This is an optimization exercise on Yosys and OpenROAD, whose aim is small area, a short achievable clock period and few clock cycles, not a production implementation. Only simulation tests tie the RTL to the original design; equivalence was not proved. Power is estimated from default activity; no workload was simulated.

--- flow/config.mk ---
export PLATFORM = sky130hd
export DESIGN_NAME = auction_unit
export DESIGN_NICKNAME = auction_unit
export VERILOG_FILES = /design/flow/design.v
export SDC_FILE = /design/flow/constraint.sdc
export NUM_CORES = 4
export LEC_CHECK = 0
export ABC_CLOCK_PERIOD_IN_PS = 3500
export CAP_MARGIN = 20
export CORE_MARGIN = 2
export CORE_UTILIZATION = 55
export CTS_CLUSTER_DIAMETER = 60
export CTS_CLUSTER_SIZE = 30
export PLACE_DENSITY = 0.68
export SETUP_SLACK_MARGIN = 5
export SLEW_MARGIN = 20
--- flow/constraint.sdc ---
create_clock -name core_clock -period 10.0 [get_ports {clk}]
set_input_delay 2.0000 -clock core_clock [delete_from_list [all_inputs] [get_ports {clk}]]
set_output_delay 2.0000 -clock core_clock [all_outputs]
set_load 0.01 [all_outputs]
--- flow/design.v ---
module auction_unit (
    input  wire         clk,
    input  wire         rst,
    input  wire         bid_valid,
    output wire         bid_ready,
    input  wire [15:0]  bid_qid,
    input  wire [3:0]   bid_booth,
    input  wire [2:0]   bid_origin,
    input  wire [31:0]  bid_score,
    input  wire [47:0]  bid_item,
    input  wire         cmd_valid,
    output wire         cmd_ready,
    input  wire [1:0]   cmd_op,
    input  wire [15:0]  cmd_qid,
    input  wire [3:0]   cmd_booth,
    input  wire [7:0]   cmd_k,
    input  wire         cmd_mode,
    input  wire         cmd_dir,
    output reg          out_valid,
    input  wire         out_ready,
    output reg          out_last,
    output wire [127:0] out_data,
    output wire         idle,
    output wire         au_heaps,
    output wire [7:0]   au_pool,
    output reg  [15:0]  au_bids,
    output reg  [15:0]  au_dropunk,
    output reg  [15:0]  au_droplate,
    output reg  [15:0]  au_dropfor,
    output reg  [15:0]  au_badbid,
    output reg  [15:0]  au_opens,
    output reg  [15:0]  au_closes,
    output reg  [25:0]  au_lastdrop
);
    localparam NS = 17;          
    localparam OP_OPEN  = 2'd0;
    localparam OP_CLOSE = 2'd1;
    localparam OP_FREE  = 2'd2;
    localparam ST_OK      = 2'd0;
    localparam ST_NOPERM  = 2'd1;
    localparam ST_BADPAR  = 2'd2;
    localparam ST_RESSHRT = 2'd3;
    reg        h_used;       
    reg        h_open;       
    reg [15:0] h_qid;
    reg [3:0]  h_booth;
    reg [4:0]  h_k;          
    reg        h_mode;
    reg        h_dir;
    reg [4:0]  h_n;
    reg        h_full;       
    reg [15:0] h_applied;
    reg [31:0] e_key   [0:NS-1];
    reg        e_negz  [0:NS-1];
    reg [47:0] e_item  [0:NS-1];
    reg [2:0]  e_org   [0:NS-1];
    reg [4:0]  ord     [0:15];   
    reg [15:0] vr;               
    reg [15:0] emp;              
    reg [4:0]  spare;            
    reg [NS-1:0] spare_oh;       
    reg [NS-1:0] w_oh;           
    reg [4:0]  pool;             
    reg        idle_r;
    reg        rdy;
    reg        ld_b;             
    reg        ld_c;             
    reg        s_b;              
    reg [15:0] s_qid;
    reg [3:0]  s_booth;
    reg [2:0]  s_org;
    reg [31:0] s_key;            
    reg        s_negz;           
    reg        s_nan;            
    reg [47:0] s_item;
    reg        s_c;              
    reg [1:0]  s_op;
    reg [15:0] s_cqid;
    reg [3:0]  s_cbooth;
    reg [7:0]  s_k;
    reg        s_mode;
    reg        s_dir;
    reg          p_v;            
    reg [NS-1:0] p_lt;           
    reg [NS-1:0] p_t;            
    reg          p_tie;          
    reg          p_rsv;          
    reg          p_hv;           
    reg          t_lh, t_eh, t_ll;   
    reg          p_ltw;          
    reg [47:0]   p_item;         
    reg [NS-1:0] used;           
    reg [NS-1:0] rsel;           
    reg        listing;
    reg [4:0]  l_left;           
    reg [3:0]  l_pos;            
    reg [82:0] o_data;
    assign bid_ready = rdy;
    assign cmd_ready = rdy;
    assign out_data  = {45'd0, o_data};
    assign idle      = idle_r;
    assign au_heaps  = h_used;
    assign au_pool   = {3'd0, pool};
    wire c_hit = h_used && (h_qid == s_cqid);
    reg  [1:0] c_status;
    always @(*) begin
        if (s_op == 2'd3)
            c_status = ST_BADPAR;
        else if (c_hit && h_booth != s_cbooth)
            c_status = ST_NOPERM;
        else if (s_op == OP_OPEN) begin
            if (s_k == 8'd0 || s_k > 8'd16 || c_hit)
                c_status = ST_BADPAR;
            else if (h_used)
                c_status = ST_RESSHRT;
            else
                c_status = ST_OK;
        end else if (s_op == OP_CLOSE) begin
            if (!c_hit || !h_open)
                c_status = ST_BADPAR;
            else
                c_status = ST_OK;
        end else
            c_status = ST_OK;
    end
    wire out_free  = !out_valid || out_ready;
    wire c_exec    = s_c && !s_b && !p_v && !listing && out_free;
    wire c_ok      = (c_status == ST_OK);
    wire do_open   = c_exec && c_ok && (s_op == OP_OPEN);
    wire do_close  = c_exec && c_ok && (s_op == OP_CLOSE);
    wire do_free   = c_exec && c_ok && (s_op == OP_FREE) && c_hit;
    wire open_ok = s_c && c_ok && (s_op == OP_OPEN);
    wire nx_mode = open_ok ? s_mode : h_mode;
    wire nx_dir  = open_ok ? s_dir  : h_dir;
    wire in_z    = (bid_score[30:0] == 31'd0);
    wire in_flip = !nx_mode && bid_score[31] && !in_z;      
    wire in_inv  = in_flip ^ !nx_dir;
    wire in_top  = nx_mode ? !bid_score[31] : (!bid_score[31] || in_z);
    wire [31:0] in_key = {in_top ^ !nx_dir, bid_score[30:0] ^ {31{in_inv}}};
    function [31:0] raw_of;
        input [31:0] key;
        input        negz;
        input        mode;
        input        dir;
        reg   [31:0] o;
        begin
            o = dir ? key : ~key;
            if (mode)
                raw_of = {!o[31], o[30:0]};
            else if (negz)
                raw_of = 32'h8000_0000;
            else if (o[31])
                raw_of = {1'b0, o[30:0]};
            else
                raw_of = ~o;
        end
    endfunction
    function [1:0] cmp32;
        input [31:0] a;
        input [31:0] b;
        reg   [31:0] l;
        reg   [31:0] e;
        integer i, w;
        begin
            l = ~a & b;
            e = ~(a ^ b);
            for (w = 32; w > 1; w = w / 2) begin
                for (i = 0; i < w / 2; i = i + 1) begin
                    l[i] = l[2*i+1] | (e[2*i+1] & l[2*i]);
                    e[i] = e[2*i+1] & e[2*i];
                end
            end
            cmp32 = {l[0], e[0]};
        end
    endfunction
    function [1:0] cmp24;
        input [23:0] a;
        input [23:0] b;
        reg   [23:0] l;
        reg   [23:0] e;
        integer i, w;
        begin
            l = ~a & b;
            e = ~(a ^ b);
            for (w = 24; w > 1; w = (w + 1) / 2) begin
                for (i = 0; i < w / 2; i = i + 1) begin
                    l[i] = l[2*i+1] | (e[2*i+1] & l[2*i]);
                    e[i] = e[2*i+1] & e[2*i];
                end
                if (w % 2) begin
                    l[w/2] = l[w-1];
                    e[w/2] = e[w-1];
                end
            end
            cmp24 = {l[0], e[0]};
        end
    endfunction
    function [NS-1:0] low1;
        input [NS-1:0] m;
        begin
            low1 = m & (~m + 1'b1);
        end
    endfunction
    function [NS-1:0] onehot;
        input [4:0] s;
        begin
            onehot = {{(NS-1){1'b0}}, 1'b1} << s;
        end
    endfunction
    reg [NS-1:0] k_lt;           
    reg [NS-1:0] k_eq;           
    integer i;
    always @(*) begin
        for (i = 0; i < NS; i = i + 1)
            {k_lt[i], k_eq[i]} = cmp32(s_key, e_key[i]);
    end
    wire b_hit = h_used && (h_qid == s_qid);
    reg  [2:0] drop;
    always @(*) begin
        if (!b_hit)
            drop = 3'd1;
        else if (!h_open)
            drop = 3'd2;
        else if (s_booth != h_booth)
            drop = 3'd3;
        else if (!h_mode && s_nan)
            drop = 3'd4;
        else
            drop = 3'd0;
    end
    reg [31:0] r_key;
    reg        r_negz;
    reg [47:0] r_item;
    reg [2:0]  r_org;
    always @(*) begin
        r_key  = 32'd0;
        r_negz = 1'b0;
        r_item = 48'd0;
        r_org  = 3'd0;
        for (i = 0; i < NS; i = i + 1) begin
            r_key  = r_key  | (e_key[i]  & {32{rsel[i]}});
            r_negz = r_negz | (e_negz[i] & rsel[i]);
            r_item = r_item | (e_item[i] & {48{rsel[i]}});
            r_org  = r_org  | (e_org[i]  & {3{rsel[i]}});
        end
    end
    wire p_res  = p_v && p_tie;           
    wire p_dec  = p_v && !p_tie;          
    wire adv    = !p_res;                 
    wire b_go   = s_b && adv;
    wire apply  = b_go && (drop == 3'd0);
    wire [1:0] r_hi = cmp24(p_item[47:24], r_item[47:24]);
    wire [1:0] r_lo = cmp24(p_item[23:0],  r_item[23:0]);
    wire r_lt   = t_lh || (t_eh && t_ll);    
    wire r_done = p_res && p_rsv && p_hv;    
    reg [15:0] ahead_r;
    always @(*) begin
        for (i = 0; i < 16; i = i + 1)
            ahead_r[i] = vr[i] && (emp[i] || p_lt[ord[i]]);
    end
    wire       insert   = p_dec && (!h_full || p_ltw);
    wire [4:0]    nx_spare    = !insert ? spare    : h_full ? ord[15] : spare + 5'd1;
    wire [NS-1:0] nx_spare_oh = !insert ? spare_oh : h_full ? w_oh    : {spare_oh[NS-2:0], 1'b0};
    wire [NS-1:0] nx_w_oh     = !insert ? w_oh : ahead_r[14] ? onehot(ord[14]) : spare_oh;
    wire [NS-1:0] nx_used     = (used | (insert ? spare_oh : {NS{1'b0}})) &
                                ~((insert && h_full) ? w_oh : {NS{1'b0}});
    wire [NS-1:0] b_t   = k_eq & nx_used;
    wire [NS-1:0] p_t_r = p_t & ~rsel;    
    always @(posedge clk) begin
        for (i = 0; i < NS; i = i + 1) begin
            if (adv && nx_spare_oh[i]) begin
                e_key[i]  <= s_key;
                e_negz[i] <= s_negz;
                e_item[i] <= s_item;
                e_org[i]  <= s_org;
            end
        end
    end
    always @(posedge clk) begin
        for (i = 0; i < 16; i = i + 1) begin
            if (insert && ahead_r[i]) begin
                if (i == 0 || !ahead_r[i-1])
                    ord[i] <= spare;
                else
                    ord[i] <= ord[i-1];
            end
        end
    end
    function [15:0] sat_inc;
        input [15:0] c;
        begin
            sat_inc = (c == 16'hFFFF) ? c : c + 16'd1;
        end
    endfunction
    wire l_step = listing && out_free;
    wire acc_b = bid_valid && rdy;
    wire acc_c = cmd_valid && rdy;
    wire nx_sb      = acc_b || (s_b && !adv);
    wire nx_sc      = acc_c || (s_c && !c_exec);
    wire nx_pv      = apply || p_res;
    wire nx_ptie    = p_res ? (!r_done || p_t_r != 0) : (apply && b_t != 0);
    wire nx_listing = listing ? !(l_step && l_left == 5'd1)
                              : (do_close && h_n != 5'd0);
    wire nx_ovalid  = c_exec || l_step || (out_valid && !out_ready);
    always @(posedge clk) begin
        if (rst) begin
            rdy         <= 1'b1;
            ld_b        <= 1'b1;
            ld_c        <= 1'b1;
            idle_r      <= 1'b1;
            s_b         <= 1'b0;
            s_c         <= 1'b0;
            p_v         <= 1'b0;
            listing     <= 1'b0;
            out_valid   <= 1'b0;
            h_used      <= 1'b0;
            pool        <= 5'd0;
            au_bids     <= 16'd0;
            au_dropunk  <= 16'd0;
            au_droplate <= 16'd0;
            au_dropfor  <= 16'd0;
            au_badbid   <= 16'd0;
            au_opens    <= 16'd0;
            au_closes   <= 16'd0;
            au_lastdrop <= 26'd0;
        end else begin
            rdy       <= (!nx_sb || !(nx_pv && nx_ptie)) &&
                         (!nx_sc || (!nx_sb && !nx_pv && !nx_listing && !nx_ovalid));
            ld_b      <= !nx_sb || !(nx_pv && nx_ptie);
            ld_c      <= !nx_sc || (!nx_sb && !nx_pv && !nx_listing && !nx_ovalid);
            idle_r    <= !nx_sb && !nx_sc && !nx_pv && !nx_listing && !nx_ovalid;
            s_b       <= nx_sb;
            s_c       <= nx_sc;
            p_v       <= nx_pv;
            listing   <= nx_listing;
            out_valid <= nx_ovalid;
            if (b_go) begin
                if (drop == 3'd0)
                    au_bids <= sat_inc(au_bids);
                else begin
                    au_lastdrop <= {drop, s_booth, s_org, s_qid};
                    case (drop)
                        3'd1: au_dropunk  <= sat_inc(au_dropunk);
                        3'd2: au_droplate <= sat_inc(au_droplate);
                        3'd3: au_dropfor  <= sat_inc(au_dropfor);
                        default: au_badbid <= sat_inc(au_badbid);
                    endcase
                end
            end
            if (do_open) begin
                h_used   <= 1'b1;
                pool     <= s_k[4:0];
                au_opens <= sat_inc(au_opens);
            end
            if (do_close) begin
                pool      <= 5'd0;
                au_closes <= sat_inc(au_closes);
            end
            if (do_free) begin
                h_used <= 1'b0;
                pool   <= 5'd0;
            end
        end
    end
    always @(posedge clk) begin
        if (ld_b) begin
            s_qid   <= bid_qid;
            s_booth <= bid_booth;
            s_org   <= bid_origin;
            s_key   <= in_key;
            s_negz  <= bid_score[31] && in_z;
            s_nan   <= (bid_score[30:23] == 8'hFF) && (bid_score[22:0] != 23'd0);
            s_item  <= bid_item;
        end
        if (ld_c) begin
            s_op     <= cmd_op;
            s_cqid   <= cmd_qid;
            s_cbooth <= cmd_booth;
            s_k      <= cmd_k;
            s_mode   <= cmd_mode;
            s_dir    <= cmd_dir;
        end
        if (p_res) begin
            p_rsv <= 1'b1;
            p_hv  <= p_rsv && !p_hv;
            {t_lh, t_eh} <= r_hi;
            t_ll  <= r_lo[1];
            if (r_done) begin
                p_lt  <= p_lt | (rsel & {NS{r_lt}});
                p_ltw <= p_ltw | ((rsel & w_oh) != 0 && r_lt);
                p_t   <= p_t_r;
            end
        end else begin
            p_lt   <= k_lt;
            p_ltw  <= (k_lt & nx_w_oh) != 0;
            p_t    <= b_t;
            p_rsv  <= 1'b0;
            p_item <= s_item;
        end
        p_tie <= nx_ptie;
        if (p_res && (!p_rsv || p_hv))
            rsel <= low1(p_rsv ? p_t_r : p_t);
        else if (do_close || l_step)
            rsel <= onehot(ord[do_close ? 4'd0 - h_k[3:0] : l_pos + 4'd1]);
        if (do_close)
            l_pos <= 4'd0 - h_k[3:0];
        else if (l_step)
            l_pos <= l_pos + 4'd1;
        spare    <= do_open ? 5'd0 : nx_spare;
        spare_oh <= do_open ? {{(NS-1){1'b0}}, 1'b1} : nx_spare_oh;
        w_oh     <= nx_w_oh;
        used     <= do_open ? {NS{1'b0}} : nx_used;
        if (apply)
            h_applied <= sat_inc(h_applied);
        if (p_dec && !h_full) begin
            h_n    <= h_n + 5'd1;
            h_full <= (h_n + 5'd1 == h_k);
            emp    <= {emp[14:0], 1'b0};
        end
        if (do_open) begin
            h_open    <= 1'b1;
            h_qid     <= s_cqid;
            h_booth   <= s_cbooth;
            h_k       <= s_k[4:0];
            h_mode    <= s_mode;
            h_dir     <= s_dir;
            h_n       <= 5'd0;
            h_full    <= 1'b0;
            h_applied <= 16'd0;
            for (i = 0; i < 16; i = i + 1) begin
                vr[i]  <= (i + s_k[4:0] >= 16);
                emp[i] <= (i + s_k[4:0] >= 16);
            end
        end
        if (do_close)
            h_open <= 1'b0;
        if (c_exec) begin
            o_data          <= 83'd0;
            o_data[15:0]    <= s_cqid;
            o_data[17:16]   <= c_status;
            out_last        <= 1'b1;
            if (do_close) begin
                o_data[28:24]   <= h_k;
                o_data[36:32]   <= h_n;
                o_data[40]      <= h_mode;
                o_data[41]      <= h_dir;
                o_data[79:64]   <= h_applied;
                out_last        <= (h_n == 5'd0);
                l_left          <= h_n;
            end
        end else if (l_step) begin
            o_data   <= {r_org, r_item, raw_of(r_key, r_negz, h_mode, h_dir)};
            out_last <= (l_left == 5'd1);
            l_left   <= l_left - 5'd1;
        end
    end
endmodule
--- flow/flow/run.sh ---
#!/bin/bash
set -euo pipefail
bash standard.sh SETUP_SLACK_MARGIN=6.4 finish > standard_flow.log 2>&1
--- flow/standard.sh ---
#!/bin/bash
# synth_recipe.tcl (not shown) runs the flow's synth.tcl, then flattens the netlist and writes it again
# the make line also repeats each setting of config.mk as NAME=value (left out here)
make -C /OpenROAD-flow-scripts/flow DESIGN_CONFIG=/design/flow/config.mk WORK_HOME=/design/flow/orfs CLKGATE_MAP_FILE= SYNTH_SCRIPT=/design/flow/synth_recipe.tcl "${@:-finish}"
==> run summary, run 1 <==
- Outcome: timing/DRC/antenna clean
- Nets: roughly 8600
- Crit path max fanout: 5
- Overall global routing resource usage: between 30 and 40%
- First-pass DRT Iterations: 10
- Total CTS buffers: 145
- Starting Density: 55.31%
- Clock latency on the worst-skew pair: approximately 880 ps
- Pins Over Slew Limit: 0
- Max IR drop VDD: 0.0001878 V
- Remaining Overflow, GRT: 0
- Critical-path cell list: buf_8, nor4_4, buf_4, nand4_1, nor2_4, and3_4, nand2b_4, nor2_4, xnor2_2, mux2i_4, buf_12, buf_12, buf_16, xnor2_2
- Skew final: 57.57 ps
- Num rows: 154
- Commonest cells after routing, fill and taps aside: 1864 x edfxtp_1, 596 x ha_1, 483 x a22oi_1, 433 x nand2_1, 375 x nor2_1
- Final Hold Fails: 0
- Yosys warnings: 7
- Clock Sinks: 2135
- Hold-fix buffers, CTS: 0
- Syn Inst Count: 7227
- Max incr delay on CP: between 400 and 500 ps
- Global-route wire length before repair: ~500 mm
- Critical R2R Launch: rsel[5]
- Worst reg-to-reg path cell count: 15
- H-tree depth: 4
- Mapped Area: 97300 µm²
- Min-Delay Path Class: register to register
- I/O pin count: between 400 and 500
- Clk root buf: clkbuf_16
- Port Buffer Count: 371
- Pwr Density: ~170 nW/µm²
- Die Area: 180300 µm²
- Layout cell share with drive strength beyond 1: about 16%
- Initial antenna violation count: 29
- Post-route setup TNS: 0 ps
- Top cell family by delay on the critical path: simple AND/OR/NAND/NOR gates
- CP endpoint: s_key[19]
- Reg clk slew, reported paths: roughly 80 ps
- DR WL/cell: approximately 36 µm
- Pin count of the biggest net entering global routing: approximately 90
- Post-route ant nets: 0
- TritonCTS clock tree: built
- Data arrival, critical path: around 4500 ps
- Syn avg cell area: between 10 and 15 µm²
- Critical R2R Capture: t_ll
- MaxCap Viol Count: 0
- Final wirelength: about 370 mm
- Part of the cycle the worst path needs: 39.11%
- Startpoint Class: primary input
- Chip Height: approximately 420 µm
- P_leak: 43.67 nW
- Post-DR vias/cell: a little over 7
- Post-DP HPWL: approximately 220 mm
- Critical Path RT: around 11000 ps
- Number of synthesized flops with an enable pin: between 1500 and 2000
- Core Region: between 150000 and 200000 µm²
- Final period demand of the worst path: around 4000 ps
- Vias: around 73000
- Critical Path Start: bid_score[0]
- Commonest non-fill, non-tap cell in the layout: edfxtp_1
- Top_reg_cell synth: edfxtp_1
- Buffer levels on the longest clock path: 3
- Worst path depth: 14
- Min Hold Slack: between 400 and 500 ps
- Buf/Inv on CP: 5
- Die Wd: roughly 420 µm
- Area growth syn-to-layout: 17.65%
- Register area share after synthesis: 63.10%
- R2R setup slack: 6220 ps
- #FFs+latches synth: about 2100
- Detailed-route DRC error count: 0
- Asr flop ratio synth: 0%
- Least-Margin Pin Slew: approximately 1200 ps
- Slew headroom: between 20% and 30%
- Netlist cell types: slightly above 90
- Fmax: ~260 MHz
- Final number of setup-violating endpoints: 0
- Critical path's slowest cell: nor4_4
- RSZ-0062 raised after global routing: true
- Placer Congestion: a little under 1
- Total Power: a little under 20 mW
- Vias in the first global route: between 60000 and 70000
- Initial DRC Count: ~13000
- Kind of critical path: primary input to register
- Crit end category: register
worst min path at each step:
stage                           from  cells past startpoint         end
final                     o_data[31]                      2  o_data[31]
after global routing      o_data[31]                      2  o_data[31]
after CTS                 o_data[31]                      2  o_data[31]
after detailed placement  o_data[31]                      2  o_data[31]
after global placement    o_data[31]                      2  o_data[31]
after floorplan             spare[2]                      0   ord[0][2]
routing by layer:
layer	global-route usage, %	wire, µm
met3	11.39	52950
met5	0	141
met2	58.37	159900
met4	21.49	24180
met1	52.49	130500
flip-flops by register name (all words and copies together), names as in the netlist, 17 cells and up:
signal       flops
w_oh            17
s_key           32
o_data          83
p_lt            17
ord             80
e_item         816
spare_oh        17
s_item          48
p_item          48
e_key          544
used            17
e_negz          17
p_t             17
e_org           51
rsel            17
au_lastdrop     26
tightest hold or removal path: stages (launching register included):
cell,delay [ps]
dfxtp_1,310
nand2_1,50
nand2_1,40
cell usage after synthesis, drive strengths merged, types with 82 or more instances:
cell type	count	area share, %
a21o	89	0.69
a21oi	291	1.5
a221oi	91	0.82
a222oi	106	1.1
a22o	103	0.93
a22oi	491	3.8
buf	111	0.63
clkbuf	307	1.2
dfxtp	271	5.6
edfxtp	1864	58
ha	606	7.8
inv	135	0.52
mux2	89	1.0
mux2i	82	0.84
nand2	444	1.7
nand3	229	1.2
nand4	230	1.5
nor2	412	1.6
o21ai	234	1.2
xnor2	145	1.3
metrics by stage:
stage	worst slack, ps	utilization (%)	cell area (µm²)	std cells
global placement	3391	59.03	103900	9702
detailed placement	3401	59.07	103900	9705
global route	5971	65.06	114500	10280
finish	6089	65.07	114500	10290
floorplan	5751	-	97780	7274
CTS	6065	64.02	112600	10170
kinds of logic after synthesis:
logic type      count (synthesis)  synth area share [%]
xor+xnor                      220                 1.980
simple gates                 1752                 8.865
compound gates               1723                 12.55
other cells                     1              0.003854
buf+inv                       554                 2.335
mux                           236                 3.378
flops                        2135                 63.10
fa+ha+maj                     606                 7.792
report_power, final:
| group | switching [mW] | internal [mW] |
|---|---|---|
| clock network | 3.49 | 3.09 |
| registers | 0.483 | 10.4 |
| logic | 1.35 | 0.830 |
| total | 5.32 | 14.4 |
what timing repair did:
item	CTS	global route
pin swaps	43	66
setup buffers	156	94
resized for setup	750	206
cloned	41	10
endpoints found under the setup margin	1274	466
layout make-up:
type | instances | area [µm²]
antenna | 10 | 25.02
clock buffer | 164 | 3867
clock inverter | 106 | 1227
fill | 12740 | 61440
inverter | 136 | 593.1
multi-input combinational | 4589 | 35620
sequential | 2135 | 61470
tap | 2340 | 2928
timing repair buffer | 806 | 8747
timing repair inverter | 1 | 7.507
Testbench counts, summed over its fixed seeds: cycles 15,788.
==> inputs of run 2 (changes only) <==
--- a/flow/design.v
+++ b/flow/design.v
@@ -86,9 +86,9 @@
     reg          p_tie;          
     reg          p_rsv;          
     reg          p_hv;           
-    reg          t_lh, t_eh, t_ll;   
+    reg [3:0]    t_l, t_e;       
     reg          p_ltw;          
-    reg [47:0]   p_item;         
+    reg [55:0]   p_rest;         
     reg [NS-1:0] used;           
     reg [NS-1:0] rsel;           
     reg        listing;
@@ -133,10 +133,12 @@
     wire nx_mode = open_ok ? s_mode : h_mode;
     wire nx_dir  = open_ok ? s_dir  : h_dir;
     wire in_z    = (bid_score[30:0] == 31'd0);
-    wire in_flip = !nx_mode && bid_score[31] && !in_z;      
-    wire in_inv  = in_flip ^ !nx_dir;
+    wire in_neg  = !nx_mode && bid_score[31];                
+    wire in_inv  = in_neg ^ !nx_dir;
+    wire in_nz   = in_neg && in_z;                           
     wire in_top  = nx_mode ? !bid_score[31] : (!bid_score[31] || in_z);
-    wire [31:0] in_key = {in_top ^ !nx_dir, bid_score[30:0] ^ {31{in_inv}}};
+    wire [30:0] in_low = bid_score[30:0] ^ {31{in_inv}};
+    wire [31:0] in_key = {in_top ^ !nx_dir, in_low ^ {31{in_nz}}};
     function [31:0] raw_of;
         input [31:0] key;
         input        negz;
@@ -155,34 +157,38 @@
                 raw_of = ~o;
         end
     endfunction
-    function [1:0] cmp32;
-        input [31:0] a;
-        input [31:0] b;
-        reg   [31:0] l;
-        reg   [31:0] e;
+    function [1:0] cmp24;
+        input [23:0] a;
+        input [23:0] b;
+        reg   [23:0] l;
+        reg   [23:0] e;
         integer i, w;
         begin
             l = ~a & b;
             e = ~(a ^ b);
-            for (w = 32; w > 1; w = w / 2) begin
+            for (w = 24; w > 1; w = (w + 1) / 2) begin
                 for (i = 0; i < w / 2; i = i + 1) begin
                     l[i] = l[2*i+1] | (e[2*i+1] & l[2*i]);
                     e[i] = e[2*i+1] & e[2*i];
                 end
+                if (w % 2) begin
+                    l[w/2] = l[w-1];
+                    e[w/2] = e[w-1];
+                end
             end
-            cmp32 = {l[0], e[0]};
+            cmp24 = {l[0], e[0]};
         end
     endfunction
-    function [1:0] cmp24;
-        input [23:0] a;
-        input [23:0] b;
-        reg   [23:0] l;
-        reg   [23:0] e;
+    function [1:0] cmp14;
+        input [13:0] a;
+        input [13:0] b;
+        reg   [13:0] l;
+        reg   [13:0] e;
         integer i, w;
         begin
             l = ~a & b;
             e = ~(a ^ b);
-            for (w = 24; w > 1; w = (w + 1) / 2) begin
+            for (w = 14; w > 1; w = (w + 1) / 2) begin
                 for (i = 0; i < w / 2; i = i + 1) begin
                     l[i] = l[2*i+1] | (e[2*i+1] & l[2*i]);
                     e[i] = e[2*i+1] & e[2*i];
@@ -192,7 +198,7 @@
                     e[w/2] = e[w-1];
                 end
             end
-            cmp24 = {l[0], e[0]};
+            cmp14 = {l[0], e[0]};
         end
     endfunction
     function [NS-1:0] low1;
@@ -212,7 +218,7 @@
     integer i;
     always @(*) begin
         for (i = 0; i < NS; i = i + 1)
-            {k_lt[i], k_eq[i]} = cmp32(s_key, e_key[i]);
+            {k_lt[i], k_eq[i]} = cmp24(s_key[31:8], e_key[i][31:8]);
     end
     wire b_hit = h_used && (h_qid == s_qid);
     reg  [2:0] drop;
@@ -249,9 +255,13 @@
     wire adv    = !p_res;                 
     wire b_go   = s_b && adv;
     wire apply  = b_go && (drop == 3'd0);
-    wire [1:0] r_hi = cmp24(p_item[47:24], r_item[47:24]);
-    wire [1:0] r_lo = cmp24(p_item[23:0],  r_item[23:0]);
-    wire r_lt   = t_lh || (t_eh && t_ll);    
+    wire [55:0] r_rest = {r_key[7:0], r_item};
+    reg  [3:0] r_ql, r_qe;
+    always @(*) begin
+        for (i = 0; i < 4; i = i + 1)
+            {r_ql[i], r_qe[i]} = cmp14(p_rest[14*i +: 14], r_rest[14*i +: 14]);
+    end
+    wire r_lt   = t_l[3] || (t_e[3] && (t_l[2] || (t_e[2] && (t_l[1] || (t_e[1] && t_l[0])))));
     wire r_done = p_res && p_rsv && p_hv;    
     reg [15:0] ahead_r;
     always @(*) begin
@@ -383,8 +393,8 @@
         if (p_res) begin
             p_rsv <= 1'b1;
             p_hv  <= p_rsv && !p_hv;
-            {t_lh, t_eh} <= r_hi;
-            t_ll  <= r_lo[1];
+            t_l   <= r_ql;
+            t_e   <= r_qe;
             if (r_done) begin
                 p_lt  <= p_lt | (rsel & {NS{r_lt}});
                 p_ltw <= p_ltw | ((rsel & w_oh) != 0 && r_lt);
@@ -395,7 +405,7 @@
             p_ltw  <= (k_lt & nx_w_oh) != 0;
             p_t    <= b_t;
             p_rsv  <= 1'b0;
-            p_item <= s_item;
+            p_rest <= {s_key[7:0], s_item};
         end
         p_tie <= nx_ptie;
         if (p_res && (!p_rsv || p_hv))
==> run summary, run 2 <==
- Global-route wire length before repair: 471.4 mm (-6.5%)
- Final Instance Area: 110700 µm² (-3.3%)
- TritonCTS clock tree: built
- Die Wd: 419.7 µm (-1.2%)
- Buffer levels on the longest clock path: 3 (unchanged)
- Vias: 67770 (-6.6%)
- Most area-hungry cell type in the Yosys netlist: edfxtp_1
- Post-route insts no fill: 9881 (-3.9%)
- First-pass DRT Iterations: 9 (-1)
- Post-route ant nets: 0 (unchanged)
- Reg clk slew, reported paths: 80 ps (about the same)
- Commonest cells post-synth: 1876 x edfxtp_1, 485 x a22oi_1, 478 x ha_1, 474 x nor2_1, 345 x nand2_1
- Pins Over Slew Limit: 0 (unchanged)
- Reg with most FFs: e_item
- Post-DP HPWL: 207.0 mm (-4.7%)
- Final wirelength: 345.8 mm (-5.9%)
- Critical path's slowest cell: a221oi_1
- Most common cell in the netlist: edfxtp_1
- DR WL/cell: 34.99 µm (-2.1%)
- I/O pin count: 420 (unchanged)
- Total Power: 20.22 mW (+2.7%)
- Max IR drop VDD: 0.0001835 V (-2.3%)
- Clock Sinks: 2147 (+0.56%)
- Crit path max fanout: 16 (+11)
- MaxCap Viol Count: 0 (unchanged)
- Top_reg_cell synth: edfxtp_1
- Vias in the first global route: 63330 (-6.1%)
- Initial antenna violation count: 19 (-34%)
- Initial DRC Count: 10970 (-13%)
- Syn Inst Count: 6909 (-4.4%)
- Max incr delay on CP: 650 ps (+240 ps)
- Pwr Density: 182.6 nW/µm² (+6.2%)
- Dpl cells: 9356 (-3.6%)
- P_leak: 41.80 nW (-4.3%)
- Total CTS buffers: 144 (-0.69%)
- Min-Delay Path Class: register to register
- Placer Congestion: 1.032 (+6.1%)
- Overall global routing resource usage: 37.84% (-1.6 points)
- R2R setup slack: 6170 ps (-50 ps)
- Startpoint Class: register
- Data arrival, critical path: 4390 ps (-100 ps)
- Kind of critical path: register to register
- Final Hold Fails: 0 (unchanged)
- Area post-placement: 101500 µm² (-2.3%)
- Crit end category: register
- Least-Margin Pin Slew: 1198 ps (+4.145 ps)
- WHS Endpoint: pool[2]
- Post-DR vias/cell: 6.859 (-2.8%)
- Area growth syn-to-layout: 16.50%
- Synth top area cells: edfxtp_1 59%, ha_1 6.3%, dfxtp_1 5.7%, a22oi_1 3.8%, nor2_1 1.9%
- Chip Height: 419.7 µm (-1.2%)
- Clock latency on the worst-skew pair: 850 ps (-30 ps)
- Slew headroom: 20.13% (-0.17 points)
- Fmax: 260.9 MHz (+2.0%)
- Detailed-route DRC error count: 0 (unchanged)
- Number of flip-flops in the largest register: 816 (unchanged)
- #FFs+latches synth: 2147 (+0.56%)
- Post-route setup TNS: 0 ps (unchanged)
- Remaining Overflow, GRT: 0 (unchanged)
- Commonest non-fill, non-tap cell in the layout: edfxtp_1
- Mapped Area: 95020 µm² (-2.3%)
- Netlist cell types: 93 (unchanged)
- Final number of setup-violating endpoints: 0 (unchanged)
- Post-synth top area share: 59.29% (+1.8 points)
- Syn avg cell area: 13.75 µm² (+2.2%)
- Critical-path cell list: inv_1, buf_6, ha_1, a21o_1, a21o_1, a221oi_1, a21oi_1, a211oi_2, nor2b_1, a21oi_1, and4_1, a41oi_1
- Worst reg-to-reg path cell count: 12 (-3)
- Num rows: 152 (-1.3%)
- RSZ-0062 raised after global routing: true
- Min-Delay Startpoint: pool[2]
- Die Area: 176100 µm² (-2.3%)
- Outcome: timing/DRC/antenna clean
- Top Registers: e_item (816), e_key (544), o_data (83)
- Port Buffer Count: 371 (unchanged)
- Critical Path RT: 10550 ps (-30 ps)
- Yosys warnings: 7 (unchanged)
- Starting Density: 55.39% (+0.082 points)
- Worst Hold Path Cells: 2 (unchanged)
- Nets: 8060 (-5.8%)
- Pin count of the biggest net entering global routing: 85 (-7.6%)
- Skew final: 51.35 ps (-6.221 ps)
- Part of the cycle the worst path needs: 38.33% (-0.78 points)
- Layout cell share with drive strength beyond 1: 15.03% (-0.74 points)
- Critical R2R Capture: p_ltw
- Core Region: 171500 µm² (-2.5%)
- Asr flop ratio synth: 0% (unchanged)
- Clk root buf: clkbuf_16
- Final period demand of the worst path: 3833 ps (-77.94 ps)
- Commonest cells after routing, fill and taps aside: 1876 x edfxtp_1, 478 x a22oi_1, 470 x ha_1, 445 x nor2_1, 332 x nand2_1
- Register area share after synthesis: 64.99% (+1.9 points)
- Critical R2R Launch: s_key[25]
- H-tree depth: 4 (unchanged)
- Number of synthesized flops with an enable pin: 1876 (+0.64%)
- Fillcell total: 12750 (+0.055%)
## run 2: cell types whose count changed in the layout (fill, tap and decap cells not counted), sizes merged, moves of 42 or more
| cell | delta |
|---|---|
| xor2 | +69 |
| nand4 | -64 |
| ha | -128 |
| nand2 | -98 |
| dlygate4sd2 | -42 |
| nor2 | +64 |
| xnor2 | -53 |
## run 2: cell families after synthesis
kind of cell / Yosys count / share of synthesized area (%)
simple gates: 1635 / 8.419
flops: 2147 / 64.99
other cells: 1 / 0.003946
compound gates: 1620 / 12.18
mux: 238 / 3.495
buf+inv: 554 / 2.437
fa+ha+maj: 478 / 6.294
xor+xnor: 236 / 2.175
## run 2: area by class of cell
| type | count | area, µm² | area share, % |
|---|---|---|---|
| Inverter | 132 | 583.1 | 0.5267 |
| Clock inverter | 109 | 1376 | 1.243 |
| Antenna cell | 7 | 17.52 | 0.01582 |
| Multi-Input combinational cell | 4263 | 32480 | 29.34 |
| Sequential cell | 2147 | 61830 | 55.86 |
| Timing Repair Buffer | 754 | 7742 | 6.994 |
| Clock buffer | 159 | 3776 | 3.411 |
| Tap cell | 2310 | 2890 | 2.611 |
## run 2: power breakdown
group	switching (mW)	internal, mW
registers	0.500	10.7
logic	1.54	0.846
clock network	3.51	3.09
## run 2: metal layers
layer / GRT usage (%) / wire [µm] / share of wire, %
met1: 50.54 / 125100 / 36
met2: 57.82 / 154000 / 45
met3: 8.891 / 44490 / 13
met4: 19.85 / 22140 / 6.4
met5: 0 / 87 / 0.025
## run 2: worst max path at each step
stage	slack, ps	cells past startpoint	endpoint	from
2_1_floorplan	5830	12	rsel[16]	out_ready
3_3_place_gp	4100	11	rsel[9]	out_ready
3_5_place_dp	4080	11	rsel[9]	out_ready
4_1_cts	6370	1	out_data[73]	o_data[73]
5_1_grt	6220	12	p_ltw	s_key[25]
6_report	6170	12	p_ltw	s_key[25]
## run 2: metrics by stage
stage               hold slack [ps]  utilization (%)  setup WS (ps)
finish                        459.3            64.53           6167
global route                  474.1            64.52           6224
CTS                           459.8            63.44           6371
detailed placement            450.0            59.16           4081
global placement              450.0            59.16           4096
floorplan                     406.4                -           5835
## run 2: worst max-delay path: cells and delay by family (launching register included)
| family | cells | cell delay [ps] |
|---|---|---|
| AOI/OAI and AO/OA | 7 | 2050 |
| adders and majority gates | 1 | 280 |
| buffers and inverters | 2 | 370 |
| DFF | 1 | 500 |
| and+or+nand+nor | 2 | 330 |
## run 2: what timing repair did
action                                  in CTS  in global routing
endpoints found under the setup margin    1771                615
resized for setup                          677                212
pin swaps                                   36                 61
hold buffers                                 0                  0
buffers inserted                           147                 66
cloned                                      18                 18
Testbench counts of run 2, summed over its fixed seeds: cycles 15,788.
==> inputs of run 3 (changes only) <==
--- a/flow/config.mk
+++ b/flow/config.mk
@@ -8,9 +8,9 @@
 export ABC_CLOCK_PERIOD_IN_PS = 3500
 export CAP_MARGIN = 20
 export CORE_MARGIN = 2
-export CORE_UTILIZATION = 55
+export CORE_UTILIZATION = 60
 export CTS_CLUSTER_DIAMETER = 60
 export CTS_CLUSTER_SIZE = 30
-export PLACE_DENSITY = 0.68
+export PLACE_DENSITY = 0.72
 export SETUP_SLACK_MARGIN = 5
 export SLEW_MARGIN = 20
==> run summary, run 3 <==
- Critical Path RT: 10520 ps (-30 ps)
- Total CTS buffers: 141 (-2.1%)
- Initial DRC Count: 12460 (+14%)
- Port Buffer Count: 371 (unchanged)
- H-tree depth: 4 (unchanged)
- Synth top area cells: edfxtp_1 59%, ha_1 6.3%, dfxtp_1 5.7%, a22oi_1 3.8%, nor2_1 1.9%
- Min-Delay Path Class: register to register
- TritonCTS clock tree: built
- Vias in the first global route: 64400 (+1.7%)
- Syn avg cell area: 13.75 µm² (unchanged)
- Commonest cells after routing, fill and taps aside: 1876 x edfxtp_1, 476 x a22oi_1, 466 x ha_1, 441 x nor2_1, 330 x nand2_1
- Critical-path cell list: buf_12, buf_16, buf_16, buf_12, a22o_1, a221oi_1, nand4_1, nor2_1, xnor2_1, mux2i_1, a21oi_1
- Initial antenna violation count: 21 (+2)
- Clock latency on the worst-skew pair: 830 ps (-20 ps)
- Pin count of the biggest net entering global routing: 91 (+7.1%)
- Fillcell total: 10740 (-16%)
- Crit path max fanout: 25 (+9)
- Yosys warnings: 7 (unchanged)
- Top_reg_cell synth: edfxtp_1
- Chip Height: 402.0 µm (-4.2%)
- Commonest non-fill, non-tap cell in the layout: edfxtp_1
- Max IR drop VDD: 0.0001930 V (+5.2%)
- Worst reg-to-reg path cell count: 11 (-1)
- Buffer levels on the longest clock path: 3 (unchanged)
- First-pass DRT Iterations: 9 (unchanged)
- Netlist cell types: 93 (unchanged)
- Final wirelength: 344.3 mm (-0.42%)
- Global-route wire length before repair: 472.8 mm (+0.31%)
- Pwr Density: 181.7 nW/µm² (-0.49%)
- Fmax: 261.7 MHz (+0.29%)
- Reg clk slew, reported paths: 90 ps (about the same)
- Slew headroom: 23.97% (+3.8 points)
- Asr flop ratio synth: 0% (unchanged)
- Final Hold Fails: 0 (unchanged)
- Post-route ant nets: 0 (unchanged)
- Final number of setup-violating endpoints: 0 (unchanged)
- Clock Sinks: 2147 (unchanged)
- Top Registers: e_item (816), e_key (544), o_data (83)
- DR WL/cell: 35.65 µm (+1.9%)
- Area growth syn-to-layout: 16.07%
- Register area share after synthesis: 64.99% (unchanged)
- Critical Path Start: rsel[1]
- CP endpoint: o_data[13]
- Critical R2R Launch: rsel[1]
- Starting Density: 60.21% (+4.8 points)
- R2R setup slack: 6180 ps (about the same)
- Kind of critical path: register to register
- Remaining Overflow, GRT: 0 (unchanged)
- Most common cell in the netlist: edfxtp_1
- Clk root buf: clkbuf_16
- Mapped Area: 95020 µm² (unchanged)
- Max incr delay on CP: 520 ps (-130 ps)
- I/O pin count: 420 (unchanged)
- Least-Margin Pin Slew: 1141 ps (-57.55 ps)
- Placer Congestion: 1.026 (-0.59%)
- Overall global routing resource usage: 41.03% (+3.2 points)
- Skew final: 57.58 ps (+6.230 ps)
- Pins Over Slew Limit: 0 (unchanged)
- Outcome: timing/DRC/antenna clean
- Commonest cells post-synth: 1876 x edfxtp_1, 485 x a22oi_1, 478 x ha_1, 474 x nor2_1, 345 x nand2_1
- Die Wd: 402.0 µm (-4.2%)
- Most area-hungry cell type in the Yosys netlist: edfxtp_1
- Vias: 69120 (+2.0%)
- Num rows: 146 (-3.9%)
- Syn Inst Count: 6909 (unchanged)
- Detailed-route DRC error count: 0 (unchanged)
- #FFs+latches synth: 2147 (unchanged)
- MaxCap Viol Count: 0 (unchanged)
- Critical path's slowest cell: mux2i_1
- Post-DR vias/cell: 7.157 (+4.3%)
- Die Area: 161600 µm² (-8.3%)
- Core Region: 157800 µm² (-8.0%)
- Final period demand of the worst path: 3822 ps (-11.24 ps)
- Startpoint Class: register
- Critical R2R Capture: o_data[13]
- Area of the multi-input gates: 32470 µm² (about the same)
- Data arrival, critical path: 4340 ps (-50 ps)
- Crit end category: register
- Sequential Area: 61840 µm² (about the same)
- Post-route setup TNS: 0 ps (unchanged)
- Post-synth top area share: 59.29% (unchanged)
- Nets: 8075 (+0.19%)
- P_leak: 41.83 nW (about the same)
- Part of the cycle the worst path needs: 38.22% (-0.11 points)
- Number of synthesized flops with an enable pin: 1876 (unchanged)
- Reg with most FFs: e_item
- Layout cell share with drive strength beyond 1: 14.99% (-0.044 points)
- Number of flip-flops in the largest register: 816 (unchanged)
- Hold-fix buffers, CTS: 0 (unchanged)
- Post-DP HPWL: 206.2 mm (-0.37%)
- RSZ-0062 raised after global routing: true
- Min Hold Slack: 449.6 ps (-9.767 ps)
-- run 3: cell counts after synthesis --
No cell type changed its count.
-- run 3: repair_timing --
item / in CTS / in global routing
setup buffers: 154 / 72
resized for setup: 592 / 189
endpoints found under the setup margin: 1947 / 559
gates cloned: 28 / 11
pin swaps: 42 / 53
-- run 3: report_power, final --
part	switching (mW)	total [mW]	internal, mW
Sequential	0.522	11.3	10.7
Clock	3.37	6.37	3.00
Combinational	1.55	2.41	0.860
Total	5.44	20.0	14.6
-- run 3: how the worst min path moves through the flow --
stage                           from  depth (start not counted)    endpoint
after floorplan             spare[3]                          0   ord[0][3]
after global placement    o_data[20]                          2  o_data[20]
after detailed placement  o_data[20]                          2  o_data[20]
after CTS                 o_data[20]                          2  o_data[20]
after global routing      o_data[29]                          2  o_data[29]
final                     o_data[20]                          2  o_data[20]
-- run 3: metrics by stage --
stage	total power [mW]	setup slack, ps	instance area [µm²]	cells	utilization [%]
5_1_grt	20.51	6305	110300	9651	69.87
3_3_place_gp	13.46	4327	101200	9117	64.09
3_5_place_dp	13.56	4248	101200	9119	64.12
6_report	20.04	6178	110300	9658	69.88
4_1_cts	19.87	6273	108700	9560	68.89
2_1_floorplan	12.49	5835	95480	6956	-
-- run 3: cell families (layout without fill, tap and decap cells) --
logic type / Yosys count / after routing / synth area share, %
other: 1 / 61 / 0.003946
AO/OA/AOI/OAI: 1620 / 1621 / 12.18
multiplexers: 238 / 238 / 3.495
buffers and inverters: 554 / 1160 / 2.437
adder cells (fa/ha/maj): 478 / 478 / 6.294
AND/OR/NAND/NOR: 1635 / 1645 / 8.419
XOR/XNOR: 236 / 236 / 2.175
flip-flops: 2147 / 2147 / 64.99
-- run 3: area by class of cell --
| class | instances | area share, % |
|---|---|---|
| flip-flops and latches | 2147 | 56.07 |
| repair inverters | 1 | 0.007941 |
| clock inverters | 103 | 1.121 |
| well taps | 2072 | 2.351 |
| repair buffers | 768 | 7.096 |
| inverters | 132 | 0.5377 |
| clock buffers | 156 | 3.346 |
| multi-input cells | 4266 | 29.44 |
| diodes | 13 | 0.02950 |
-- run 3: per-layer routing --
layer	GRT usage, %	up-vias	part of all wire [%]
li1	-	28230	-
met1	53.72	33880	34
met2	61.61	5836	44
met3	11.97	1163	15
met4	23.24	20	7.1
met5	0	-	0.057
-- run 3: critical path: cells and delay by family (launching register included) --
family	cells	cell delay (ps)
and+or+nand+nor	2	740
buffers and inverters	4	770
AOI/OAI and AO/OA	3	800
DFF	1	420
muxes	1	520
xor gates and xnor gates	1	200
==> inputs of run 4 (changes only) <==
--- a/flow/design.v
+++ b/flow/design.v
@@ -402,7 +402,9 @@
             end
         end else begin
             p_lt   <= k_lt;
-            p_ltw  <= (k_lt & nx_w_oh) != 0;
+            p_ltw  <= !insert     ? (k_lt & w_oh) != 0 :
+                      ahead_r[14] ? (k_lt & onehot(ord[14])) != 0 :
+                                    (k_lt & spare_oh) != 0;
             p_t    <= b_t;
             p_rsv  <= 1'b0;
             p_rest <= {s_key[7:0], s_item};
==> run summary, run 4 <==
- Outcome: timing/DRC/antenna clean
- Max IR drop VDD: 0.0002371 V (+23%)
- #FFs+latches synth: 2147 (unchanged)
- Chip Height: 402.3 µm (about the same)
- Final Hold Fails: 0 (unchanged)
- TritonCTS clock tree: built
- MaxCap Viol Count: 0 (unchanged)
- Yosys warnings: 7 (unchanged)
- Hold-fix buffers, CTS: 0 (unchanged)
- Least-Margin Pin Slew: 1157 ps (+16.74 ps)
- First-pass DRT Iterations: 9 (unchanged)
- Max incr delay on CP: 350 ps (-170 ps)
- Post-synth top area share: 59.73% (+0.45 points)
- Total CTS buffers: 141 (unchanged)
- Worst Slack Setup Final: 5722 ps (-456.3 ps)
- Fillcell total: 10580 (-1.5%)
- Syn Inst Count: 6870 (-0.56%)
- Clk root buf: clkbuf_16
- Area post-placement: 101400 µm² (+0.16%)
- Post-route ant nets: 0 (unchanged)
- Syn avg cell area: 13.85 µm² (+0.72%)
- Data arrival, critical path: 4820 ps (+480 ps)
- Pins Over Slew Limit: 0 (unchanged)
- Part of the cycle the worst path needs: 42.78% (+4.6 points)
- Clock latency on the worst-skew pair: 850 ps (+20 ps)
- Commonest non-fill, non-tap cell in the layout: edfxtp_1
- Die Wd: 402.3 µm (about the same)
- Pwr Density: 220.3 nW/µm² (+21%)
- Core Region: 158000 µm² (+0.12%)
- Num rows: 146 (unchanged)
- DR WL/cell: 36.55 µm (+2.5%)
- RSZ-0062 raised after global routing: true
- Post-DP HPWL: 204.4 mm (-0.87%)
- Worst path most repeated cell: buf_6
- Fmax: 233.8 MHz (-11%)
- Min-Delay Path Class: register to register
- Startpoint Class: primary input
- Buffer levels on the longest clock path: 3 (unchanged)
- Overall global routing resource usage: 41.55% (+0.52 points)
- Number of synthesized flops with an enable pin: 1893 (+0.91%)
- Register area share after synthesis: 65.07% (+0.080 points)
- Area growth syn-to-layout: 17.09%
- Initial antenna violation count: 17 (-19%)
- Crit path max fanout: 5 (-80%)
- Seq pwr share: 52.4% (-3.8 points)
- Detailed-route DRC error count: 0 (unchanged)
- Vias in the first global route: 63780 (-0.96%)
- Final period demand of the worst path: 4278 ps (+456.3 ps)
- Netlist cell types: 87 (-6.5%)
- Critical-path cell list: buf_6, nand2b_4, nand4b_1, buf_12, or3_4, nor3_4, buf_6, buf_12, buf_4, buf_6, mux2_4, a22o_1, nor4_4, buf_6, or2_4, o32ai_4
- Most area-hungry cell type in the Yosys netlist: edfxtp_1
- Most common cell in the netlist: edfxtp_1
- Combinational share of power: 21.5% (+9.5 points)
- Starting Density: 60.23% (about the same)
- Internal: 16.67 mW (+14%)
- Global-route wire length before repair: 475.8 mm (+0.63%)
- Remaining Overflow, GRT: 0 (unchanged)
- Kind of critical path: primary input to register
- Clock Sinks: 2147 (unchanged)
- Slew headroom: 22.77% (-1.2 points)
- Top_reg_cell synth: edfxtp_1
- Skew final: 69.20 ps (+11.62 ps)
- Sw frac: 32.10% (+5.0 points)
- Dpl ws: 3634 ps (-614.0 ps)
- Min Hold Slack: 454.7 ps (+5.159 ps)
- Critical path's slowest cell: or3_4
- Vias: 68880 (-0.34%)
- Final number of setup-violating endpoints: 0 (unchanged)
- Post-DR vias/cell: 7.137 (-0.27%)
- Pin count of the biggest net entering global routing: 121 (+33%)
- Post-route setup TNS: 0 ps (unchanged)
- H-tree depth: 4 (unchanged)
- Sequential Area: 62000 µm² (+0.27%)
- Commonest cells post-synth: 1893 x edfxtp_1, 485 x a22oi_1, 478 x ha_1, 452 x nor2_1, 353 x nand2_1
- Crit end category: register
- Critical Path RT: 10540 ps (+20 ps)
- Nets: 8074 (-0.012%)
- Psw: 7.882 mW (+45%)
- I/O pin count: 420 (unchanged)
- Asr flop ratio synth: 0% (unchanged)
- Port Buffer Count: 371 (unchanged)
- Commonest cells after routing, fill and taps aside: 1893 x edfxtp_1, 479 x a22oi_1, 466 x ha_1, 427 x nor2_1, 343 x nand2_1
- Clock power share: 26.2% (-5.6 points)
- Reg clk slew, reported paths: 80 ps (about the same)
- Mapped Area: 95170 µm² (+0.15%)
- Synth top area cells: edfxtp_1 60%, ha_1 6.3%, dfxtp_1 5.3%, a22oi_1 3.8%, nor2_1 1.8%
- Final wirelength: 352.8 mm (+2.5%)
- Initial DRC Count: 11490 (-7.8%)
- Number of flip-flops in the largest register: 816 (unchanged)
- Die Area: 161800 µm² (+0.15%)
- Reg with most FFs: e_item
- Total Power: 24.55 mW (+22%)
- Area of the multi-input gates: 32660 µm² (+0.57%)
- Top Registers: e_item (816), e_key (544), o_data (83)
- Layout cell share with drive strength beyond 1: 15.33% (+0.35 points)
- Final Instance Area: 111400 µm² (+1.0%)
- P_leak: 40.92 nW (-2.2%)
- Placer Congestion: 1.004 (-2.1%)
==> run 4: repair_timing <==
item | CTS | global route
setup endpoints to repair | 1547 | 458
hold endpoints to repair | 0 | 0
gates resized for setup | 616 | 158
setup buffers | 188 | 83
cloned | 29 | 17
pin swaps | 77 | 57
==> run 4: worst max-delay path, delay by kind of cell <==
kind	cells	cell delay, ps
mux	1	300
compound gates	2	320
simple gates	6	1310
buf+inv	7	870
==> run 4: final timing paths <==
| path | from | end | slack (ps) | cells after the start |
|---|---|---|---|---|
| worst max-delay path | out_ready | rsel[6] | 5720 | 16 |
| worst min-delay path | s_dir | h_dir | 450 | 0 |
| worst max register to register | h_k[0] | rsel[6] | 5980 | 11 |
| worst min register to register | s_dir | h_dir | 450 | 0 |
==> run 4: area by class of cell <==
| type | count | share of cell area [%] |
|---|---|---|
| sequential | 2147 | 55.65 |
| timing repair buffer | 798 | 7.701 |
| inverter | 143 | 0.5906 |
| clock buffer | 159 | 3.342 |
| antenna | 7 | 0.01572 |
| multi-input combinational | 4225 | 29.31 |
| tap | 2072 | 2.327 |
| clock inverter | 100 | 1.072 |
==> run 4: layer usage <==
layer	wire length [µm]	up-vias	GRT usage, %
li1	-	28240	-
met1	121100	33850	55.28
met2	153900	5673	61.95
met3	49690	1110	10.30
met4	27930	14	25.38
met5	101	-	0
==> run 4: per-stage QoR <==
stage                     std cells  util (%)
after detailed placement       9068     64.15
after floorplan                6917         -
after CTS                      9544     69.44
final                          9651     70.52
after global placement         9067     64.12
after global routing           9649     70.51
==> run 4: power by group through the flow <==
stage / Sequential [mW] / Combinational [mW] / Clock, mW
floorplan: 12.6 / 2.70 / 0
global placement: 13.0 / 4.38 / 0
detailed placement: 13.1 / 4.47 / 0
CTS: 12.8 / 4.94 / 6.41
global route: 13.0 / 5.48 / 6.72
finish: 12.9 / 5.28 / 6.42
==> run 4: cells by family after synthesis <==
group,after synthesis,share of synthesized area (%)
xor gates and xnor gates,236,2.172
and+or+nand+nor,1621,8.410
buffers and inverters,550,2.410
muxes,244,3.593
other,1,0.003940
AOI/OAI and AO/OA,1593,12.05
adders and majority gates,478,6.284
DFF,2147,65.07
Testbench counts of run 4, summed over its fixed seeds: cycles 15,788.
==> inputs of run 5 (changes only) <==
--- a/flow/config.mk
+++ b/flow/config.mk
@@ -8,9 +8,9 @@
 export ABC_CLOCK_PERIOD_IN_PS = 3500
 export CAP_MARGIN = 20
 export CORE_MARGIN = 2
-export CORE_UTILIZATION = 60
+export CORE_UTILIZATION = 55
 export CTS_CLUSTER_DIAMETER = 60
 export CTS_CLUSTER_SIZE = 30
-export PLACE_DENSITY = 0.72
+export PLACE_DENSITY = 0.68
 export SETUP_SLACK_MARGIN = 5
 export SLEW_MARGIN = 20
==> run summary, run 5 <==
- Post-synth top area share: 59.73% (unchanged)
- Syn avg cell area: 13.85 µm² (unchanged)
- I/O pin count: 420 (unchanged)
- P_leak: 40.86 nW (-0.16%)
- Die Wd: 420.0 µm (+4.4%)
- Netlist cell types: 87 (unchanged)
- Psw: 7.715 mW (-2.1%)
- Yosys warnings: 7 (unchanged)
- Number of flip-flops in the largest register: 816 (unchanged)
- Clk root buf: clkbuf_16
- H-tree depth: 4 (unchanged)
- Die Area: 176400 µm² (+9.0%)
- Commonest cells post-synth: 1893 x edfxtp_1, 485 x a22oi_1, 478 x ha_1, 452 x nor2_1, 353 x nand2_1
- Remaining Overflow, GRT: 0 (unchanged)
- Asr flop ratio synth: 0% (unchanged)
- Internal: 16.65 mW (-0.12%)
- Slew headroom: 12.33% (-10 points)
- Number of synthesized flops with an enable pin: 1893 (unchanged)
- DR WL/cell: 35.46 µm (-3.0%)
- Part of the cycle the worst path needs: 42.50% (-0.28 points)
- MaxCap Viol Count: 0 (unchanged)
- Buffer levels on the longest clock path: 3 (unchanged)
- Sw frac: 31.67% (-0.44 points)
- Initial DRC Count: 11160 (-2.9%)
- Reg with most FFs: e_item
- Top Registers: e_item (816), e_key (544), o_data (83)
- Detailed-route DRC error count: 0 (unchanged)
- Data arrival, critical path: 4820 ps (about the same)
- Seq pwr share: 52.4% (about the same)
- Reg clk slew, reported paths: 100 ps (+20 ps)
- First-pass DRT Iterations: 7 (-2)
- Hold-fix buffers, CTS: 0 (unchanged)
- Pins Over Slew Limit: 0 (unchanged)
- Final Hold Fails: 0 (unchanged)
- Min-Delay Path Class: register to register
- Overall global routing resource usage: 38.35% (-3.2 points)
- #FFs+latches synth: 2147 (unchanged)
- Max IR drop VDD: 0.0002287 V (-3.5%)
- Starting Density: 55.42% (-4.8 points)
- Kind of critical path: primary input to register
- Vias in the first global route: 63930 (+0.24%)
- Crit path max fanout: 8 (+3)
- Final number of setup-violating endpoints: 0 (unchanged)
- Outcome: timing/DRC/antenna clean
- Post-DR vias/cell: 6.901 (-3.3%)
- Crit end category: register
- Port Buffer Count: 371 (unchanged)
- Num rows: 152 (+4.1%)
- Total Power: 24.37 mW (-0.76%)
- Initial antenna violation count: 10 (-7)
- TritonCTS clock tree: built
- Final wirelength: 350.5 mm (-0.63%)
- Clock power share: 26.2% (about the same)
- Syn Inst Count: 6870 (unchanged)
- Most area-hungry cell type in the Yosys netlist: edfxtp_1
- Clock Sinks: 2147 (unchanged)
- Startpoint Class: primary input
- Top_reg_cell synth: edfxtp_1
- Core Region: 171700 µm² (+8.7%)
- Fillcell total: 12550 (+19%)
- Total CTS buffers: 142 (+0.71%)
- Skew final: 50.88 ps (-18.32 ps)
- Combinational share of power: 21.4% (about the same)
- Chip Height: 420.0 µm (+4.4%)
- Area growth syn-to-layout: 16.94%
- Least-Margin Pin Slew: 1315 ps (+157.7 ps)
- Layout cell share with drive strength beyond 1: 15.00% (-0.34 points)
- Post-route setup TNS: 0 ps (unchanged)
- Fmax: 235.3 MHz (+0.66%)
- Vias: 68210 (-0.97%)
- Synth top area cells: edfxtp_1 60%, ha_1 6.3%, dfxtp_1 5.3%, a22oi_1 3.8%, nor2_1 1.8%
- Pwr Density: 218.9 nW/µm² (-0.63%)
- Register area share after synthesis: 65.07% (unchanged)
- Mapped Area: 95170 µm² (unchanged)
- Post-route ant nets: 0 (unchanged)
- Pin count of the biggest net entering global routing: 92 (-24%)
- RSZ-0062 raised after global routing: true
- Commonest cells after routing, fill and taps aside: 1893 x edfxtp_1, 483 x a22oi_1, 471 x ha_1, 424 x nor2_1, 341 x nand2_1
- Nets: 8072 (-0.025%)
- Post-DP HPWL: 204.4 mm (about the same)
- Placer Congestion: 1.004 (about the same)
- Commonest non-fill, non-tap cell in the layout: edfxtp_1
- Most common cell in the netlist: edfxtp_1
- Final period demand of the worst path: 4250 ps (-28.06 ps)
- Clock latency on the worst-skew pair: 860 ps (about the same)
- Critical Path RT: 10570 ps (+30 ps)
- Global-route wire length before repair: 477.1 mm (+0.29%)
run 5: cell counts after synthesis:
Identical to the previous run, type by type.
run 5: path summary, 6_finish.rpt:
check	cells after the start	startpoint	slack, ps	end
min reg2reg	2	o_data[23]	460	o_data[23]
max	13	out_ready	5750	rsel[7]
max reg2reg	10	l_pos[0]	5970	rsel[1]
min	2	o_data[23]	460	o_data[23]
run 5: critical path, cell delays in order:
cell	delay, ps
buf_6	60
nand2b_4	150
nand4b_1	200
buf_12	190
or3_4	340
nor3_4	250
buf_12	170
mux2_4	300
a221o_1	370
a211o_1	360
buf_6	140
nor2_4	160
o32ai_2	110
run 5: kinds of logic after synthesis:
kind of cell	count (synthesis)	share of synthesized area, %
flip-flops	2147	65.07
multiplexers	244	3.593
adder cells (fa/ha/maj)	478	6.284
XOR/XNOR	236	2.172
AO/OA/AOI/OAI	1593	12.05
other	1	0.003940
AND/OR/NAND/NOR	1621	8.410
buffers and inverters	550	2.410
run 5: routing by layer:
| metal | vias to the layer above | wire, µm | GRT usage, % |
|---|---|---|---|
| met1 | 33960 | 124700 | 50.21 |
| met2 | 5028 | 155300 | 58.27 |
| li1 | 28200 | - | - |
| met5 | - | 120 | 0.2223 |
| met4 | 12 | 25700 | 23.30 |
| met3 | 1009 | 44700 | 8.943 |
run 5: through the flow:
| step | setup slack [ps] | hold slack [ps] | std cells | cell area, µm² | util, % |
|---|---|---|---|---|---|
| after floorplan | 5302 | 406.4 | 6917 | 95900 | - |
| after global placement | 3935 | 439.1 | 9312 | 101700 | 59.21 |
| after detailed placement | 3843 | 443.9 | 9313 | 101700 | 59.22 |
| after CTS | 5897 | 466.8 | 9781 | 109900 | 63.97 |
| after global routing | 5702 | 484.5 | 9879 | 111300 | 64.80 |
| final | 5750 | 463.1 | 9884 | 111300 | 64.80 |
run 5: layout make-up:
| cell class | count | area [µm²] | area share, % |
|---|---|---|---|
| Sequential cell | 2147 | 61980 | 55.70 |
| Multi-Input combinational cell | 4226 | 32440 | 29.15 |
| Timing Repair Buffer | 793 | 8454 | 7.597 |
| Clock buffer | 164 | 3827 | 3.439 |
| Tap cell | 2310 | 2890 | 2.597 |
| Clock inverter | 94 | 1003 | 0.9017 |
| Inverter | 143 | 653.1 | 0.5869 |
| Timing Repair inverter | 1 | 16.27 | 0.01462 |
| Antenna cell | 6 | 15.01 | 0.01349 |
run 5: what timing repair did:
action | 4_1_cts | 5_1_grt
setup buffers | 176 | 82
cloned | 34 | 15
gates resized for setup | 633 | 127
setup endpoints to repair | 1662 | 198
pin swaps | 61 | 48
run 5: power by group through the flow:
| stage | registers (mW) | logic [mW] | clock network, mW |
|---|---|---|---|
| final | 12.8 | 5.21 | 6.38 |
| after global routing | 12.9 | 5.45 | 6.69 |
| after CTS | 12.8 | 4.90 | 6.39 |
| after detailed placement | 13.1 | 4.47 | 0 |
| after global placement | 13.0 | 4.39 | 0 |
| after floorplan | 12.6 | 2.70 | 0 |
==> inputs of run 6 (changes only) <==
--- a/flow/design.v
+++ b/flow/design.v
@@ -263,6 +263,8 @@
     end
     wire r_lt   = t_l[3] || (t_e[3] && (t_l[2] || (t_e[2] && (t_l[1] || (t_e[1] && t_l[0])))));
     wire r_done = p_res && p_rsv && p_hv;    
+    wire [NS-1:0] rsel_close = onehot(ord[4'd0 - h_k[3:0]]);
+    wire [NS-1:0] rsel_step  = onehot(ord[l_pos + 4'd1]);
     reg [15:0] ahead_r;
     always @(*) begin
         for (i = 0; i < 16; i = i + 1)
@@ -412,8 +414,10 @@
         p_tie <= nx_ptie;
         if (p_res && (!p_rsv || p_hv))
             rsel <= low1(p_rsv ? p_t_r : p_t);
-        else if (do_close || l_step)
-            rsel <= onehot(ord[do_close ? 4'd0 - h_k[3:0] : l_pos + 4'd1]);
+        else if (do_close)
+            rsel <= rsel_close;
+        else if (l_step)
+            rsel <= rsel_step;
         if (do_close)
             l_pos <= 4'd0 - h_k[3:0];
         else if (l_step)
--- a/flow/config.mk
+++ b/flow/config.mk
@@ -8,9 +8,9 @@
 export ABC_CLOCK_PERIOD_IN_PS = 3500
 export CAP_MARGIN = 20
 export CORE_MARGIN = 2
-export CORE_UTILIZATION = 55
+export CORE_UTILIZATION = 60
 export CTS_CLUSTER_DIAMETER = 60
 export CTS_CLUSTER_SIZE = 30
-export PLACE_DENSITY = 0.68
+export PLACE_DENSITY = 0.72
 export SETUP_SLACK_MARGIN = 5
 export SLEW_MARGIN = 20
==> run summary, run 6 <==
- Outcome: timing/DRC/antenna clean
- Kind of critical path: register to register
- Pins Over Slew Limit: 0 (unchanged)
- Crit end category: register
- I/O pin count: 420 (unchanged)
- Asr flop ratio synth: 0% (unchanged)
- Clock Sinks: 2147 (unchanged)
- Placer Congestion: 0.9991 (-0.53%)
- Critical Path RT: 10710 ps (+140 ps)
- Max IR drop VDD: 0.0001882 V (-18%)
- Post-route setup TNS: 0 ps (unchanged)
- Area of the multi-input gates: 32410 µm² (-0.10%)
- Die Area: 162300 µm² (-8.0%)
- Area post-placement: 101600 µm² (about the same)
- Post-DP HPWL: 208.5 mm (+2.0%)
- Global-route wire length before repair: 470.5 mm (-1.4%)
- Skew final: 60.07 ps (+9.193 ps)
- Initial DRC Count: 12490 (+12%)
- Syn Inst Count: 6921 (+0.74%)
- P_leak: 41.38 nW (+1.3%)
- Register area share after synthesis: 64.88% (-0.20 points)
- Final wirelength: 340.5 mm (-2.9%)
- Overall global routing resource usage: 40.72% (+2.4 points)
- MaxCap Viol Count: 0 (unchanged)
- Nets: 8049 (-0.28%)
- Worst Slack Setup Final: 6145 ps (+395.0 ps)
- Top Registers: e_item (816), e_key (544), o_data (83)
- H-tree depth: 4 (unchanged)
- Psw: 6.346 mW (-18%)
- Crit path max fanout: 18 (+10)
- Seq pwr share: 54.7% (+2.3 points)
- Initial antenna violation count: 14 (+4)
- Vias in the first global route: 64690 (+1.2%)
- Hold-fix buffers, CTS: 0 (unchanged)
- Chip Height: 402.9 µm (-4.1%)
- Data arrival, critical path: 4570 ps (-250 ps)
- Pwr Density: 196.7 nW/µm² (-10%)
- TritonCTS clock tree: built
- Final number of setup-violating endpoints: 0 (unchanged)
- Clock latency on the worst-skew pair: 840 ps (-20 ps)
- Buffer levels on the longest clock path: 3 (unchanged)
- Detailed-route DRC error count: 0 (unchanged)
- Num rows: 146 (-3.9%)
- Reg clk slew, reported paths: 90 ps (about the same)
- Remaining Overflow, GRT: 0 (unchanged)
- Die Wd: 402.9 µm (-4.1%)
- Commonest non-fill, non-tap cell in the layout: edfxtp_1
- Fillcell total: 10950 (-13%)
- Final period demand of the worst path: 3855 ps (-395.0 ps)
- Layout cell share with drive strength beyond 1: 14.05% (-0.95 points)
- Synth top area cells: edfxtp_1 60%, ha_1 6.4%, dfxtp_1 5.3%, a22oi_1 3.7%, nor2_1 1.6%
- Vias: 68850 (+0.94%)
- Number of flip-flops in the largest register: 816 (unchanged)
- Commonest cells after routing, fill and taps aside: 1893 x edfxtp_1, 480 x ha_1, 473 x a22oi_1, 396 x nor2_1, 383 x nand2_1
- Dpl ws: 4743 ps (+900.0 ps)
- Clk root buf: clkbuf_16
- Most common cell in the netlist: edfxtp_1
- Yosys warnings: 7 (unchanged)
- Clock power share: 31.0% (+4.8 points)
- Commonest cells post-synth: 1893 x edfxtp_1, 486 x ha_1, 475 x a22oi_1, 418 x nor2_1, 389 x nand2_1
- Least-Margin Pin Slew: 1164 ps (-151.5 ps)
- Pin count of the biggest net entering global routing: 97 (+5.4%)
- Core Region: 158200 µm² (-7.9%)
- Mapped Area: 95460 µm² (+0.31%)
- Netlist cell types: 101 (+16%)
- Final Hold Fails: 0 (unchanged)
- Min-Delay Path Class: register to register
- Total CTS buffers: 145 (+2.1%)
- Sw frac: 29.28% (-2.4 points)
- Internal: 15.33 mW (-8.0%)
- Starting Density: 60.34% (+4.9 points)
==> run 6: changes by cell type after synthesis, moves of 34 or more <==
cell	before	now
a21oi_1	234	275
nor2_1	452	418
xnor2_1	108	152
a21o_1	146	89
nand2_1	353	389
xor2_1	128	77
==> run 6: area by class of cell <==
class	instances	area share (%)
diodes	7	0.01590
clock buffers	152	3.337
clock inverters	119	1.513
inverters	152	0.5940
multi-input cells	4258	29.42
flip-flops and latches	2147	56.25
well taps	2072	2.353
repair buffers	719	6.517
==> run 6: logic make-up (layout without fill, tap and decap cells) <==
group	Yosys count	count (layout)	synth area share (%)
AND/OR/NAND/NOR	1616	1622	8.340
adder cells (fa/ha/maj)	486	486	6.370
AO/OA/AOI/OAI	1644	1644	12.41
buffers and inverters	569	1142	2.456
XOR/XNOR	231	231	2.135
multiplexers	227	227	3.409
flip-flops	2147	2147	64.88
other	1	55	0.003928
==> run 6: path summary, 6_finish.rpt <==
path / from / to / slack [ps] / depth (start not counted)
setup / recovery: s_key[29] / rdy / 6150 / 13
hold / removal: o_data[23] / o_data[23] / 450 / 2
setup reg to reg: s_key[29] / rdy / 6150 / 13
hold reg to reg: o_data[23] / o_data[23] / 450 / 2
==> run 6: through the flow <==
step	hold slack (ps)	std cells
floorplan	406.4	6968
global placement	433.4	9138
detailed placement	442.8	9138
CTS	456.6	9547
global route	474.3	9622
finish	453.5	9626
==> run 6: metal layers <==
metal	GRT usage, %	vias to the layer above	wire length, µm	share of wire (%)
li1	-	28310	-	-
met1	54.77	34300	120600	35
met2	62.09	5269	152300	45
met3	10.80	955	47820	14
met4	19.32	16	19680	5.8
met5	0	-	115	0.034
==> run 6: power by group through the flow <==
stage / logic [mW] / registers (mW) / clock network (mW)
floorplan: 1.69 / 11.7 / 0
CTS: 2.89 / 11.8 / 6.72
finish: 3.09 / 11.9 / 6.72
detailed placement: 2.72 / 12.1 / 0
global placement: 2.64 / 12.0 / 0
global route: 3.27 / 11.9 / 7.01
==> run 6: critical path, cell delays in order (launching register included) <==
cell        delay, ps
edfxtp_1          360
buf_6             210
clkinvlp_4        170
buf_4             250
ha_1              350
nand4_1           160
nor2_1            300
nand4_1           490
nor4_2            700
a22o_1            230
o41ai_2            70
nand2_2           170
nand2_1            80
and2_1            150
==> run 6: what timing repair did <==
item / CTS / global route
endpoints found under the setup margin: 1550 / 748
setup buffers: 124 / 61
resized for setup: 592 / 161
pin swaps: 35 / 50
cloned: 14 / 8
endpoints found under the hold margin: 0 / 0
Testbench counts of run 6, summed over its fixed seeds: cycles 15,788.

Re-timed with assumed drivers on the ports (clkbuf_16 on the clock, buf_2 on other inputs), run 6 has 6.145 ns of setup slack against 6.145 ns with ideal ports, and 5.486 ns once port delays also move by the mid clock arrival of 0.901 ns.
